This design comes from an exercise in tuning for small area, a short achievable clock period and few clock cycles per item on the open sky130 flow, not from production work.
No functional check of the RTL was part of any run shown here.

==> flow/design.v, too long to show whole: its modules and the start of the top module <==
// module xt1_mod_codec: 1321 lines
module xt1_mod_codec (
  input  wire        clk,
  input  wire        rst,         
  input  wire        in_valid,
  output wire        in_ready,
  input  wire        in_mode,     
  input  wire [32:0] in_data,
  output reg         out_valid,
  output reg  [32:0] out_data,    
  output reg         out_erase    
);
  // ...
==> flow/flow/run.sh <==
#!/bin/bash
# Layout flow: the standard flow, with two changes.
#  1. After the standard synthesis, polfix.py flips full-adder cells (a full
#     adder computes the complements of its outputs from the complements of
#     its inputs) and rebuilds half adders from an XOR and an AND-type gate
#     where that suits their neighbours, so that fewer inverters sit between
#     them. Registers, their names and cell types, the ports and every other
#     cell stay as synthesis made them.
#  2. The port buffers are sky130_fd_sc_hd__buf_2 instead of the default
#     delay buffer.
# Each tool's output goes to a log file of its own in this folder.
set -euo pipefail
R=orfs/results/${FLOW_PLATFORM}/xt1_mod_codec/base

bash standard.sh synth > 1_synth.log 2>&1

python3 flow/polfix.py $R/1_2_yosys.v $R/1_2_yosys_polfix.v > 1_polfix.log 2>&1
cp $R/1_2_yosys.v 1_2_yosys_standard.v
cp $R/1_2_yosys_polfix.v $R/1_2_yosys.v
rm -f $R/1_synth.odb $R/1_synth.sdc

export BUFFER_PORTS_ARGS="-buffer_cell sky130_fd_sc_hd__buf_2"
bash standard.sh finish > 2_layout.log 2>&1
==> flow/flow/polfix.py <==
#!/usr/bin/env python3
"""Remove inverters around the adder cells of a Yosys netlist.

A full adder is self-dual: complementing its three inputs complements both of
its outputs. So each fa cell may be "flipped" (fed the complements of its
inputs, giving the complements of its outputs) without changing what the
circuit computes. A half adder may likewise be rebuilt from an XOR/XNOR gate
and a two-input AND-type gate that take and give whichever polarities suit
its neighbours. This searches (simulated annealing, fixed seed) for flips and
half-adder forms that minimise cell area plus the inverters the netlist then
needs, and writes the netlist back. Registers, their names and cell types,
the ports and every other cell stay exactly as they were.

usage: polfix.py in.v out.v
"""
import math, random, re, sys

INV = ("sky130_fd_sc_hd__inv_1", "sky130_fd_sc_hd__inv_2", "sky130_fd_sc_hd__clkinv_1")
FA = "sky130_fd_sc_hd__fa_1"
HA = "sky130_fd_sc_hd__ha_1"
OUTPINS = {"X", "Y", "Q", "Q_N", "SUM", "COUT", "HI", "LO", "GCLK"}
A_INV = 3.7536
A_XOR = 8.7584
A_HA = 12.512
# AND-type gate for (pa, pb, pc): cell, area, pin order (input pins for a', b'), output pin
GATE = {
    (0, 0, 0): ("and2_1", 6.256, ("A", "B"), "X"),
    (0, 0, 1): ("nand2_1", 3.7536, ("A", "B"), "Y"),
    (1, 1, 0): ("nor2_1", 3.7536, ("A", "B"), "Y"),
    (1, 1, 1): ("or2_1", 6.256, ("A", "B"), "X"),
    (1, 0, 0): ("nor2b_1", 6.256, ("A", "B_N"), "Y"),
    (0, 1, 0): ("nor2b_1", 6.256, ("B_N", "A"), "Y"),
    (1, 0, 1): ("nand2b_1", 6.256, ("A_N", "B"), "Y"),
    (0, 1, 1): ("nand2b_1", 6.256, ("B", "A_N"), "Y"),
}

def ha_kept(st):
    return st == (0, 0, 0, 0)

def ha_area(st):
    pa, pb, ps, pc = st
    if (pa, pb, pc) == (0, 0, 0) and ps == 0:
        return A_HA
    return A_XOR + GATE[(pa, pb, pc)][1]

src = open(sys.argv[1]).read()
m = re.search(r"^module\s+(\S+)\s*\((.*?)\);", src, re.S | re.M)
body_start = m.end()
endm = src.rindex("endmodule")
body = src[body_start:endm]
inst_re = re.compile(r"^\s*(sky130_fd_sc_hd__\w+)\s+(\S+)\s*\((.*?)\);\s*$", re.S | re.M)
pin_re = re.compile(r"\.(\w+)\(\s*(.*?)\s*\)\s*(?:,|$)", re.S)
insts = []
for im in inst_re.finditer(body):
    pm = [(p, net.strip()) for p, net in pin_re.findall(im.group(3))]
    insts.append((im.group(1), im.group(2), pm))
decls = inst_re.sub("", body)
decls = re.sub(r"\(\*.*?\*\)", "", decls, flags=re.S)
if re.search(r"\bassign\b", decls):
    sys.exit("polfix: netlist has assign statements; not handled")
ports_out = set(dm.group(1) for dm in re.finditer(r"^\s*output\s+(?:\[[^\]]*\]\s*)?(\S+?)\s*;", decls, re.M))

def is_const(net):
    return bool(re.match(r"^\d+'", net))
def port_base(net):
    return net.lstrip("\\").strip().split("[")[0]

drv = {}
for idx, (t, n, pm) in enumerate(insts):
    for p, net in pm:
        if p in OUTPINS:
            drv[net] = (idx, p)
inv_idx = {i for i, (t, n, pm) in enumerate(insts) if t in INV}

def root(net):
    par = 0
    for _ in range(1000):
        if net in drv and drv[net][0] in inv_idx:
            net = dict(insts[drv[net][0]][2])["A"]; par ^= 1
        else:
            break
    return net, par

fa_idx = [i for i, (t, n, pm) in enumerate(insts) if t == FA]
ha_idx = [i for i, (t, n, pm) in enumerate(insts) if t == HA]
kind = {}
for i in fa_idx: kind[i] = "fa"
for i in ha_idx: kind[i] = "ha"

flip = {i: 0 for i in fa_idx}
hst = {i: (0, 0, 0, 0) for i in ha_idx}

# consumers of each root: (parity, idx or None, pin)
cons = {}
for idx, (t, n, pm) in enumerate(insts):
    if idx in inv_idx:
        continue
    for p, net in pm:
        if p in OUTPINS or net == "" or is_const(net):
            continue
        r, par = root(net)
        cons.setdefault(r, []).append((par, idx if idx in kind else None, p))
for (t, n, pm) in insts:
    for p, net in pm:
        if port_base(net) in ports_out and p in OUTPINS:
            r, par = root(net)
            cons.setdefault(r, []).append((par, None, "PORT"))
# outputs of adder cells
prod_of = {}
for i in fa_idx + ha_idx:
    for p, net in insts[i][2]:
        if p in ("SUM", "COUT"):
            prod_of[net] = (i, p)

def need_pol(par, idx, pin):
    if idx is None:
        return par
    if kind[idx] == "fa":
        return par ^ flip[idx]
    pa, pb, ps, pc = hst[idx]
    return par ^ (pa if pin == "A" else pb)

def prod_pol(r):
    if r not in prod_of:
        return 0
    i, p = prod_of[r]
    if kind[i] == "fa":
        return flip[i]
    return hst[i][2] if p == "SUM" else hst[i][3]

def root_cost(r):
    pp = prod_pol(r)
    for par, idx, pin in cons.get(r, []):
        if need_pol(par, idx, pin) != pp:
            return A_INV
    return 0.0

cell_roots = {}
for i in fa_idx + ha_idx:
    rs = set()
    for p, net in insts[i][2]:
        if p in ("SUM", "COUT"):
            rs.add(net)
        elif not is_const(net) and net != "":
            rs.add(root(net)[0])
    cell_roots[i] = list(rs)

def local(i):
    c = sum(root_cost(r) for r in cell_roots[i])
    if kind[i] == "ha":
        c += ha_area(hst[i])
    return c

def total():
    return sum(root_cost(r) for r in cons) + sum(ha_area(hst[i]) for i in ha_idx)

start = total()
random.seed(1)
cells = fa_idx + ha_idx
best_f, best_h, bestc = dict(flip), dict(hst), start
cur = start
T = 4.0
steps = 300000 if cells else 0
for s in range(steps):
    i = random.choice(cells)
    c0 = local(i)
    if kind[i] == "fa":
        old = flip[i]; flip[i] ^= 1
    else:
        old = hst[i]; st = list(old); k = random.randrange(4); st[k] ^= 1; hst[i] = tuple(st)
    c1 = local(i)
    d = c1 - c0
    if d <= 0 or random.random() < math.exp(-d / T):
        cur += d
        if cur < bestc - 1e-9:
            bestc = cur; best_f = dict(flip); best_h = dict(hst)
    else:
        if kind[i] == "fa": flip[i] = old
        else: hst[i] = old
    T = max(0.05, T * 0.99998)
flip, hst = best_f, best_h
end = total()

# ---------------------------------------------------------------- rebuild
cnt = [0]
def fresh():
    cnt[0] += 1
    return "_polfix%d_" % cnt[0]
phys = {}
newwires = []
invs = []
for r in set(list(cons.keys()) + list(prod_of.keys())):
    pp = prod_pol(r)
    if pp == 0:
        phys[(r, 0)] = r
    else:
        w = fresh(); newwires.append(w); phys[(r, 1)] = w
    needs = set(need_pol(par, idx, pin) for par, idx, pin in cons.get(r, []))
    other = 1 - pp
    if other in needs:
        if other == 0:
            phys[(r, 0)] = r; invs.append((phys[(r, 1)], r))
        else:
            w = fresh(); newwires.append(w); phys[(r, 1)] = w; invs.append((r, w))

def net_for(net, want):
    if is_const(net) or net == "":
        return net
    r, par = root(net)
    return phys[(r, par ^ want)]

newinst = []
for idx, (t, n, pm) in enumerate(insts):
    if idx in inv_idx:
        continue
    if idx in kind and kind[idx] == "ha" and not ha_kept(hst[idx]):
        pa, pb, ps, pc = hst[idx]
        d = dict(pm)
        a = net_for(d["A"], pa); b = net_for(d["B"], pb)
        so = phys[(d["SUM"], ps)] if "SUM" in d and d["SUM"] in phys or (d.get("SUM"), ps) in phys else fresh()
        co = phys[(d["COUT"], pc)] if (d.get("COUT"), pc) in phys else fresh()
        if so.startswith("_polfix") and so not in newwires: newwires.append(so)
        if co.startswith("_polfix") and co not in newwires: newwires.append(co)
        if pa ^ pb == ps:
            newinst.append(("sky130_fd_sc_hd__xor2_1", n + "_x", [("A", a), ("B", b), ("X", so)]))
        else:
            newinst.append(("sky130_fd_sc_hd__xnor2_1", n + "_x", [("A", a), ("B", b), ("Y", so)]))
        cell, ar, (pina, pinb), op = GATE[(pa, pb, pc)]
        newinst.append(("sky130_fd_sc_hd__" + cell, n + "_c", [(pina, a), (pinb, b), (op, co)]))
        continue
    f = flip.get(idx, 0) if idx in kind and kind[idx] == "fa" else 0
    npm = []
    for p, net in pm:
        if p in OUTPINS:
            if f and (net, 1) in phys:
                npm.append((p, phys[(net, 1)]))
            elif f:
                w = fresh(); newwires.append(w); npm.append((p, w))
            else:
                npm.append((p, net))
        else:
            npm.append((p, net_for(net, f)))
    newinst.append((t, n, npm))
for i, (a, y) in enumerate(invs):
    newinst.append(("sky130_fd_sc_hd__inv_2", "_polfixinv%d_" % i, [("A", a), ("Y", y)]))

def fmt(net):
    return net + " " if net.startswith("\\") else net
out = [src[:body_start], decls.rstrip() + "\n"]
for w in newwires:
    out.append("  wire %s;\n" % w)
for t, n, pm in newinst:
    out.append("  %s %s (\n%s\n  );\n" % (t, fmt(n), ",\n".join("    .%s(%s)" % (p, fmt(net)) for p, net in pm)))
out.append(src[endm:])
open(sys.argv[2], "w").write("".join(out))
sys.stderr.write("polfix: inverters %d -> %d; fa flipped %d of %d; ha rebuilt %d of %d; area of adders+inverters %.1f -> %.1f\n" % (
    len(inv_idx), len(invs), sum(flip.values()), len(fa_idx),
    sum(1 for i in ha_idx if not ha_kept(hst[i])), len(ha_idx), start, end))
==> flow/standard.sh <==
#!/bin/bash
# synth_recipe.tcl (not shown) runs the flow's synth.tcl, then flattens the netlist and writes it again
# the make line also repeats each setting of config.mk as NAME=value (left out here)
make -C /OpenROAD-flow-scripts/flow DESIGN_CONFIG=/design/flow/config.mk WORK_HOME=/design/flow/orfs CLKGATE_MAP_FILE= SYNTH_SCRIPT=/design/flow/synth_recipe.tcl "${@:-finish}"
==> flow/config.mk <==
export PLATFORM = sky130hd
export DESIGN_NAME = xt1_mod_codec
export DESIGN_NICKNAME = xt1_mod_codec
export VERILOG_FILES = /design/flow/design.v
export SDC_FILE = /design/flow/constraint.sdc
export NUM_CORES = 4
export LEC_CHECK = 0
export ABC_AREA = 1
export CAP_MARGIN = 20
export CORE_MARGIN = 2
export CORE_UTILIZATION = 40
export CTS_BUF_LIST = sky130_fd_sc_hd__clkbuf_8 sky130_fd_sc_hd__clkbuf_16
export CTS_CLUSTER_DIAMETER = 80
export CTS_CLUSTER_SIZE = 30
export SLEW_MARGIN = 20
==> flow/constraint.sdc <==
create_clock -name core_clock -period 160.0 [get_ports {clk}]
set_input_delay 32.0000 -clock core_clock [delete_from_list [all_inputs] [get_ports {clk}]]
set_output_delay 32.0000 -clock core_clock [all_outputs]
set_load 0.01 [all_outputs]
==> impl_summary.log, run 1 <==
[metrics] area share of buffers outside the clock network: 2.34%
[metrics] number of cells in the design after placement: 2231
[metrics] antenna violations before repair: 0
[metrics] area growth from synthesis to layout: 10.5%
[metrics] area of the mapped netlist: 17200 µm²
[metrics] most frequent standard cell in the layout excluding fill and tap cells: fa_1
[metrics] Placement Rows: 75
[metrics] final non-filler cell total: 2267
[metrics] global-route wire length before repair: 59800 µm
[metrics] destination of the worst register-to-register timing path: s3_w[20]
[metrics] fraction of area in multi-input gates: 64.0%
[metrics] Multi-input gate area: 12200 µm²
[metrics] kind of critical path: flip-flop to output pin
[metrics] core area: 42200 µm²
[metrics] number of ports placed on the die boundary: 73
[metrics] Routed Antenna Nets: 0
[metrics] count of sequential standard cells: 210
[metrics] average routed wire per standard cell: 15.8 µm
[metrics] gr busiest metal: met2
[metrics] via count of the first global-routing pass: 11.7k
[metrics] width of the chip: 211 µm
[metrics] wire length on met1: 14600 µm
[metrics] Final clock-cell share: 4.12%
[metrics] cell-by-cell listing of the critical path: buf_2
[metrics] global-route track usage on met3: 2.57%
[metrics] count of yosys warnings during synthesis: 1
[metrics] post-CTS resize count: 0
[metrics] Worst setup SP type: flip-flop
[metrics] H-Tree Depth: 1
[metrics] Slew @ Worst Pin: 0.826 ns
[metrics] Syn Nets: 2079
[metrics] largest net degree at the start of global routing: 45
[metrics] status: no timing/DRC/antenna violations
[metrics] Register-to-Register Setup Slack: 127.01 ns
[metrics] clock root buffer master: clkbuf_16
[metrics] ratio of cells with drive above 1 in the final layout: 19.5%
==> run 2: changes to the inputs <==
--- a/flow/config.mk
+++ b/flow/config.mk
@@ -10,5 +10,4 @@
 export CORE_MARGIN = 2
 export CORE_UTILIZATION = 40
-export CTS_BUF_LIST = sky130_fd_sc_hd__clkbuf_8 sky130_fd_sc_hd__clkbuf_16
 export CTS_CLUSTER_DIAMETER = 80
 export CTS_CLUSTER_SIZE = 30
==> run 2 against run 1 <==
Effect of this change:
- still clean on timing, DRC and antenna
- synthesized area did not move
- via count fell by 0.58%
- critical endpoint unchanged
- largest cell class unchanged
- sequential share of layout area rose by 0.066 points
==> impl_summary.log, run 2 <==
[metrics] status: no timing/DRC/antenna violations
[metrics] final non-filler cell total: 2265 (-0.088%)
[metrics] source of the critical timing path: out_data[28]
[metrics] endpoint with the worst hold slack: s2_w[30]
[metrics] largest net degree at the start of global routing: 45 (unchanged)
[metrics] crit path time final: 33.01 ns
[metrics] post-route standard cell area excluding fillers: 19000 µm²
[metrics] largest driver fanout on the critical path: 1
[metrics] synthesized instance count: 1642
[metrics] width of the chip: 211 µm (unchanged)
[metrics] count of buffer and inverter cells on the critical path: 1
[metrics] average routed wire per standard cell: 15.6 µm (-1.2%)
[metrics] reg2reg path depth: 91
[metrics] number of DRC violations after detailed routing: 0
[metrics] total wirelength of the detailed-routed design: 35400 µm
[metrics] DR vias/cell: 4.71
[metrics] area of the mapped netlist: 17200 µm² (unchanged)
[metrics] destination of the worst register-to-register timing path: s3_w[20]
[metrics] footprint of the flip-flops and latches: 4200 µm²
[metrics] post-CTS setup buffer count: 0
[metrics] worst min-delay path startpoint: s1_w[30]
[metrics] final-layout setup total negative slack: 0 ns
[metrics] cell-by-cell listing of the critical path: buf_2
[metrics] number of failing hold endpoints at the final stage: 0
[metrics] insertion delay of the later-clocked pin in the worst-skew pair: 0.53 ns
[metrics] count of max-cap constraint violations: 0
[metrics] average instance area after synthesis: 10.5 µm²
[metrics] max-slew violations: 0
[metrics] H-Tree Depth: 1 (unchanged)
[metrics] worst setup skew after layout: 0.0179 ns
[metrics] global-route wire length before repair: 59800 µm (about the same)
[metrics] buffer depth of the longest clock path: 3
[metrics] floorplan die area: 44700 µm²
[metrics] type of element capturing the critical path: output pin
[metrics] core area: 42200 µm² (unchanged)
[metrics] clock slew seen by the registers of the worst setup and hold paths: 0.09 ns
[metrics] ratio of cells with drive above 1 in the final layout: 19.4% (-0.15 points)
[metrics] final design utilization: 44.9%
[metrics] post-CTS resize count: 0 (unchanged)
[metrics] estimated wirelength of the detail-placed design: 30700 µm
[metrics] Critical Path AT: 1.01 ns
[metrics] number of ports placed on the die boundary: 73 (unchanged)
[metrics] number of cells in the design after placement: 2233 (+0.090%)
[metrics] final critical-path share of the clock period: 20.6%
[metrics] area growth from synthesis to layout: 10.1%
[metrics] RD Place Congestion: 0.911
[metrics] upper clock frequency limit: 0.0303 GHz
[metrics] commonest cells after routing, fill and taps aside: 360 x fa_1, 297 x nand2_1, 210 x dfxtp_1
[metrics] kind of cell with the highest combined delay on the critical path: flip-flops
[metrics] iteration count of the initial detailed-routing pass: 5
[metrics] Routed Antenna Nets: 0 (unchanged)
[metrics] class of the tightest hold or removal check: flip-flop to flip-flop
[metrics] Max transition margin: 44.2%
[metrics] CTS tree: yes
[metrics] kind of critical path: flip-flop to output pin
[metrics] number of nets at the end of the flow: 2151
[metrics] launch instance of the worst register-to-register path: s2_w[24]
[metrics] cell area reported after detailed placement: 18200 µm²
[metrics] Required @ worst endpoint: 128.00 ns
[metrics] count of antenna diodes in the layout: 0
[metrics] Worst setup SP type: flip-flop
[metrics] Register-to-Register Setup Slack: 127.13 ns (+0.12 ns)
[metrics] library cell contributing the largest single delay on the critical path: dfxtp_1
[metrics] RSZ-0062 raised after global routing: false
[metrics] count of yosys warnings during synthesis: 1 (unchanged)
[metrics] Multi-input gate area: 12200 µm² (about the same)
[metrics] Syn Nets: 2079 (unchanged)
[metrics] clock root buffer master: clkbuf_16
[metrics] Slew @ Worst Pin: 0.835 ns (+0.00920 ns)
[metrics] initial standard-cell utilization of the core: 40.8%
[metrics] # port buffers: 71
[metrics] Inserted Clock Buffers: 18
[metrics] slowest cell delay on critical path: 0.35 ns
[metrics] DRT iter0 DRCs: 430
[metrics] hold bufs inserted after CTS: 0
[metrics] via count of the first global-routing pass: 11.7k (+0.65%)
[metrics] die outline height: 211 µm
[metrics] TritonCTS Sinks: 210
[metrics] leftover overflow at the end of global routing: 0
[metrics] total vias in the final route: 10.7k
[metrics] final setup violation count: 0
[metrics] hold depth: 0
[metrics] Placement Rows: 75 (unchanged)
[metrics] number of fillers in the final layout: 3974
[metrics] most frequent standard cell in the layout excluding fill and tap cells: fa_1
[metrics] antenna violations before repair: 0 (unchanged)
[metrics] GRT Overall Usage: 17.1%
==> run 2: final cells by class <==
type | count | share of cell area, %
clock buffers | 20 | 2.53
clock inverters | 12 | 1.27
inverters | 195 | 3.86
multi-input cells | 1204 | 64.2
flip-flops and latches | 210 | 22.2
well taps | 539 | 3.56
repair buffers | 85 | 2.43
==> run 2: metrics by stage <==
stage | hold slack [ns] | worst slack, ns
finish | 0.332 | 126.99
global route | 0.342 | 125.03
global placement | 0.311 | 127.07
CTS | 0.332 | 126.93
floorplan | 0.310 | 127.67
detailed placement | 0.312 | 127.12
==> run 2: worst max-delay path by stage <==
stage / to / slack, ns / cells after the start
final: out_data[28] / 126.99 / 1
after global routing: s2_w[24] / 125.03 / 140
after CTS: out_data[28] / 126.93 / 1
after detailed placement: s3_w[20] / 127.12 / 91
after global placement: s3_w[20] / 127.07 / 91
after floorplan: out_data[0] / 127.67 / 0
==> run 2: per-layer routing <==
metal	part of all wire (%)	track usage (%)	wire length [µm]	up-vias
met1	42	20.7	14800	5254
met3	3.0	2.05	1070	73
li1	-	-	-	5142
met4	4.3	6.65	1520	0
met2	51	31.0	18000	206
met5	0	0	0	-
==> run 3: changes to the inputs <==
==> flow/flow/run.sh (replaced) <==
#!/bin/bash
# Layout flow: the standard flow, with three changes.
#  1. After the standard synthesis, polfix.py flips full-adder cells (a full
#     adder computes the complements of its outputs from the complements of
#     its inputs) and rebuilds half adders from an XOR and an AND-type gate
#     where that suits their neighbours, so that fewer inverters sit between
#     them.
#  2. resyn.sh then maps the remaining glue logic again with Yosys/ABC (ORFS's
#     area script), keeping every full adder, half adder and flip-flop cell as
#     it is, so that ABC can fold inverters into the gates around them.
#     Registers, their names and cell types and the ports stay as synthesis
#     made them.
#  3. The port buffers are sky130_fd_sc_hd__buf_2 instead of the default
#     delay buffer.
# Each tool's output goes to a log file of its own in this folder.
set -euo pipefail
R=orfs/results/${FLOW_PLATFORM}/xt1_mod_codec/base
LIB=${FLOW_HOME}/platforms/${FLOW_PLATFORM}/lib/sky130_fd_sc_hd__tt_025C_1v80.lib

bash standard.sh synth > 1_synth.log 2>&1

python3 flow/polfix.py $R/1_2_yosys.v $R/1_2_yosys_polfix.v > 1_polfix.log 2>&1
bash flow/resyn.sh $R/1_2_yosys_polfix.v $R/1_2_yosys_resyn.v $LIB ${FLOW_HOME}/scripts/abc_area.script > 1_resyn.log 2>&1
cp $R/1_2_yosys.v 1_2_yosys_standard.v
cp $R/1_2_yosys_resyn.v $R/1_2_yosys.v
rm -f $R/1_synth.odb $R/1_synth.sdc

export BUFFER_PORTS_ARGS="-buffer_cell sky130_fd_sc_hd__buf_2"
bash standard.sh finish > 2_layout.log 2>&1
==> flow/flow/resyn.sh (new file) <==
#!/bin/bash
# resyn.sh in.v out.v lib abc_script
# Maps the glue logic of a netlist again with ABC, keeping every full adder,
# half adder and flip-flop cell (and its instance name) as it is.
set -euo pipefail
IN=$1; OUT=$2; LIB=$3; SCRIPT=$4
DU=""
for c in $(grep -o 'cell *( *"\?sky130_fd_sc_hd__\(lpflow\|probe\)[a-z0-9_]*' $LIB | sed 's/.*(\s*"\?//'); do DU="$DU -dont_use $c"; done
KEEP="sky130_fd_sc_hd__fa_1 sky130_fd_sc_hd__ha_1 sky130_fd_sc_hd__dfxtp_1 sky130_fd_sc_hd__dfxtp_2 sky130_fd_sc_hd__dfxtp_4 sky130_fd_sc_hd__conb_1"
cat > resyn_run.ys <<EOY
read_liberty -ignore_miss_func $LIB
read_verilog $IN
hierarchy -top xt1_mod_codec
setattr -mod -set keep_hierarchy 1 $KEEP
flatten
opt_clean -purge
stat
EOY
for k in $KEEP; do echo "delete $k" >> resyn_run.ys; done
cat >> resyn_run.ys <<EOY
read_liberty -lib $LIB
hierarchy -top xt1_mod_codec
opt -purge
abc -script $SCRIPT -liberty $LIB $DU ${ABC_D:-}
splitnets
opt_clean -purge
hilomap -singleton -hicell sky130_fd_sc_hd__conb_1 HI -locell sky130_fd_sc_hd__conb_1 LO
insbuf -buf sky130_fd_sc_hd__buf_4 A X
check -assert
tee -o resyn_stat.txt stat -liberty $LIB
write_verilog -noattr -nohex -nodec $OUT
EOY
Y=$(command -v yosys || echo ${FLOW_HOME:-/OpenROAD-flow-scripts/flow}/../tools/install/yosys/bin/yosys)
"$Y" resyn_run.ys
==> run 3 against run 2 <==
Effect of this change:
- critical path depth increased by 89
- utilization about the same
- wire length rose by 0.36%
- global-route usage increased by 0.11 points
- worst setup slack worse by 1.3 ns
- register-to-register slack got worse by 1.5 ns
- sequential cell count stayed put
- critical endpoint is now s3_w[20]
==> impl_summary.log, run 3 <==
[metrics] status: no timing/DRC/antenna violations
[metrics] class of the tightest hold or removal check: flip-flop to flip-flop
[metrics] total vias in the final route: 10.7k (+0.27%)
[metrics] DRT iter0 DRCs: 466 (+8.4%)
[metrics] final critical-path share of the clock period: 21.5% (+0.83 points)
[metrics] area of the mapped netlist: 17000 µm² (-1.2%)
[metrics] GRT Overall Usage: 17.2% (+0.11 points)
[metrics] final non-filler cell total: 2284 (+0.84%)
[metrics] Post-Place Worst Slack: 125.41 ns (-1.70 ns)
[metrics] final design utilization: 44.9% (about the same)
[metrics] DR vias/cell: 4.69 (-0.56%)
[metrics] buffer depth of the longest clock path: 3 (unchanged)
[metrics] hold bufs inserted after CTS: 0 (unchanged)
[metrics] most frequent standard cell in the layout excluding fill and tap cells: fa_1
[metrics] Routed Antenna Nets: 0 (unchanged)
[metrics] insertion delay of the later-clocked pin in the worst-skew pair: 0.51 ns (-0.02 ns)
[metrics] count of antenna diodes in the layout: 0 (unchanged)
[metrics] type of element capturing the critical path: flip-flop
[metrics] max-slew violations: 0 (unchanged)
[metrics] average instance area after synthesis: 10.4 µm² (-0.95%)
[metrics] slowest cell delay on critical path: 0.89 ns (+0.54 ns)
[metrics] post-layout worst setup margin: 125.66 ns (-1.32 ns)
[metrics] RD Place Congestion: 0.910 (about the same)
[metrics] Max transition margin: 33.2% (-11 points)
[metrics] iteration count of the initial detailed-routing pass: 5 (unchanged)
[metrics] floorplan die area: 44200 µm² (-1.2%)
[metrics] via count of the first global-routing pass: 11.7k (-0.58%)
[metrics] library cell appearing most often on the critical path: fa_1
[metrics] clock slew seen by the registers of the worst setup and hold paths: 0.08 ns (about the same)
[metrics] final-layout setup total negative slack: 0 ns (unchanged)
[metrics] number of fillers in the final layout: 3974 (unchanged)
[metrics] Syn Nets: 2075 (-0.19%)
[metrics] final setup violation count: 0 (unchanged)
[metrics] area growth from synthesis to layout: 10.6%
[metrics] number of DRC violations after detailed routing: 0 (unchanged)
[metrics] commonest cells after routing, fill and taps aside: 360 x fa_1, 345 x nand2_1, 210 x dfxtp_1
[metrics] global-route wire length before repair: 59700 µm (-0.16%)
[metrics] post-CTS resize count: 0 (unchanged)
[metrics] number of ports placed on the die boundary: 73 (unchanged)
[metrics] Inserted Clock Buffers: 19 (+1)
[metrics] count of yosys warnings during synthesis: 1 (unchanged)
[metrics] last element of the critical path: s3_w[20]
[metrics] clock root buffer master: clkbuf_16
[metrics] TritonCTS Sinks: 210 (unchanged)
[metrics] average routed wire per standard cell: 15.6 µm (-0.47%)
[metrics] number of cells in the design after placement: 2251 (+0.81%)
[metrics] library cell contributing the largest single delay on the critical path: dfxtp_1
[metrics] Required @ worst endpoint: 160.36 ns (+32.36 ns)
[metrics] # port buffers: 71 (unchanged)
[metrics] upper clock frequency limit: 0.0291 GHz (-3.9%)
[metrics] ratio of cells with drive above 1 in the final layout: 10.7% (-8.6 points)
[metrics] destination of the worst register-to-register timing path: s3_w[20]
[metrics] die outline height: 210 µm (-0.59%)
[metrics] core area: 41900 µm² (-0.67%)
[metrics] synthesized instance count: 1638 (-0.24%)
[metrics] RSZ-0062 raised after global routing: false
[metrics] Placement Rows: 75 (unchanged)
[metrics] estimated wirelength of the detail-placed design: 30900 µm (+0.60%)
[metrics] largest driver fanout on the critical path: 15 (+14)
[metrics] number of nets at the end of the flow: 2170 (+0.88%)
[metrics] source of the critical timing path: s2_w[24]
[metrics] total wirelength of the detailed-routed design: 35600 µm (+0.36%)
[metrics] largest net degree at the start of global routing: 45 (unchanged)
[metrics] count of max-cap constraint violations: 0 (unchanged)
[metrics] leftover overflow at the end of global routing: 0 (unchanged)
[metrics] kind of critical path: flip-flop to flip-flop
[metrics] antenna violations before repair: 0 (unchanged)
[metrics] worst setup skew after layout: 0.0174 ns (-0.000541 ns)
[metrics] Slew @ Worst Pin: 1.00 ns (+0.165 ns)
[metrics] Critical Path AT: 34.69 ns (+33.68 ns)
[metrics] launch instance of the worst register-to-register path: s2_w[24]
[metrics] width of the chip: 210 µm (-0.59%)
[metrics] Worst setup SP type: flip-flop
[metrics] number of failing hold endpoints at the final stage: 0 (unchanged)
[metrics] initial standard-cell utilization of the core: 40.5% (-0.22 points)
[metrics] crit path time final: 34.34 ns (+1.32 ns)
[metrics] CTS tree: yes
[metrics] H-Tree Depth: 1 (unchanged)
[metrics] Register-to-Register Setup Slack: 125.66 ns (-1.47 ns)
[metrics] post-CTS setup buffer count: 0 (unchanged)
[metrics] reg2reg path depth: 90 (-1.1%)
[run 3: worst max-delay path: cells and delay by family, from the launching register on]
kind | cells | cell delay (ns)
compound gates | 3 | 0.47
flops | 1 | 0.89
simple gates | 5 | 1.10
xor+xnor | 7 | 1.64
fa+ha+maj | 67 | 28.04
buf+inv | 8 | 2.05
[run 3: final cells by class]
class	instances	area, µm²	area share, %
multi-input combinational	1215	12000	63.8
sequential	210	4200	22.3
inverter	200	761	4.04
tap	539	674	3.58
clock buffer	22	507	2.69
timing repair buffer	87	475	2.53
clock inverter	11	196	1.04
[run 3: worst min-delay path by stage]
stage,start,endpoint,cells past startpoint
6_report,s2_w[25],s3_w[25],0
5_1_grt,s2_w[25],s3_w[25],0
4_1_cts,s2_w[32],s3_w[32],0
3_5_place_dp,s3_w[22],s4_w[22],0
3_3_place_gp,s1_w[30],s2_w[30],0
2_1_floorplan,s4_w[17],out_data[17],0
[run 3: stage by stage]
stage	hold slack [ns]	cell area (µm²)
after global placement	0.313	18100
after detailed placement	0.312	18100
after floorplan	0.310	17000
after CTS	0.319	18800
final	0.320	18800
after global routing	0.324	18800
[run 3: layer usage]
layer  wire length [µm]  GRT usage (%)  part of all wire [%]  vias to the layer above
li1                   -              -                     -                     5233
met1              14200           19.9                    40                     5245
met2              19100           32.9                    54                      166
met3               1070           2.16                   3.0                       60
met4               1170           5.23                   3.3                        0
met5                  0              0                     0                        -

what the ideal ports hide:
In the flow no input, the clock included, has a driving cell. The finished layouts below were timed again as built, in two steps.
Step 1, drivers: a clkbuf_16 drives clk and a buf_2 each remaining input, both assumed.
Step 2 moves the port delays by t, midway between the first and last clock arrival at a register: inputs arrive t later, outputs are due t later. That takes back most of the time a late clock gives input paths.
a / b / c = no drivers / after step 1 / after step 2; a / b = the first two.
run	t, ns	setup WS [ns]	worst setup path at the end	latest minus earliest clock arrival (ns)	worst data-port slew with drivers (ns)
run 1	0.577	126.987 / 126.938 / 127.009	register to register	0.018 / 0.017	0.03
run 2	0.573	126.987 / 126.934 / 127.127	register to register	0.019 / 0.019	0.03
run 3	0.564	125.663 / 125.663 / 125.663	register to register	0.022 / 0.022	0.04
After both steps every run listed still meets setup and hold.
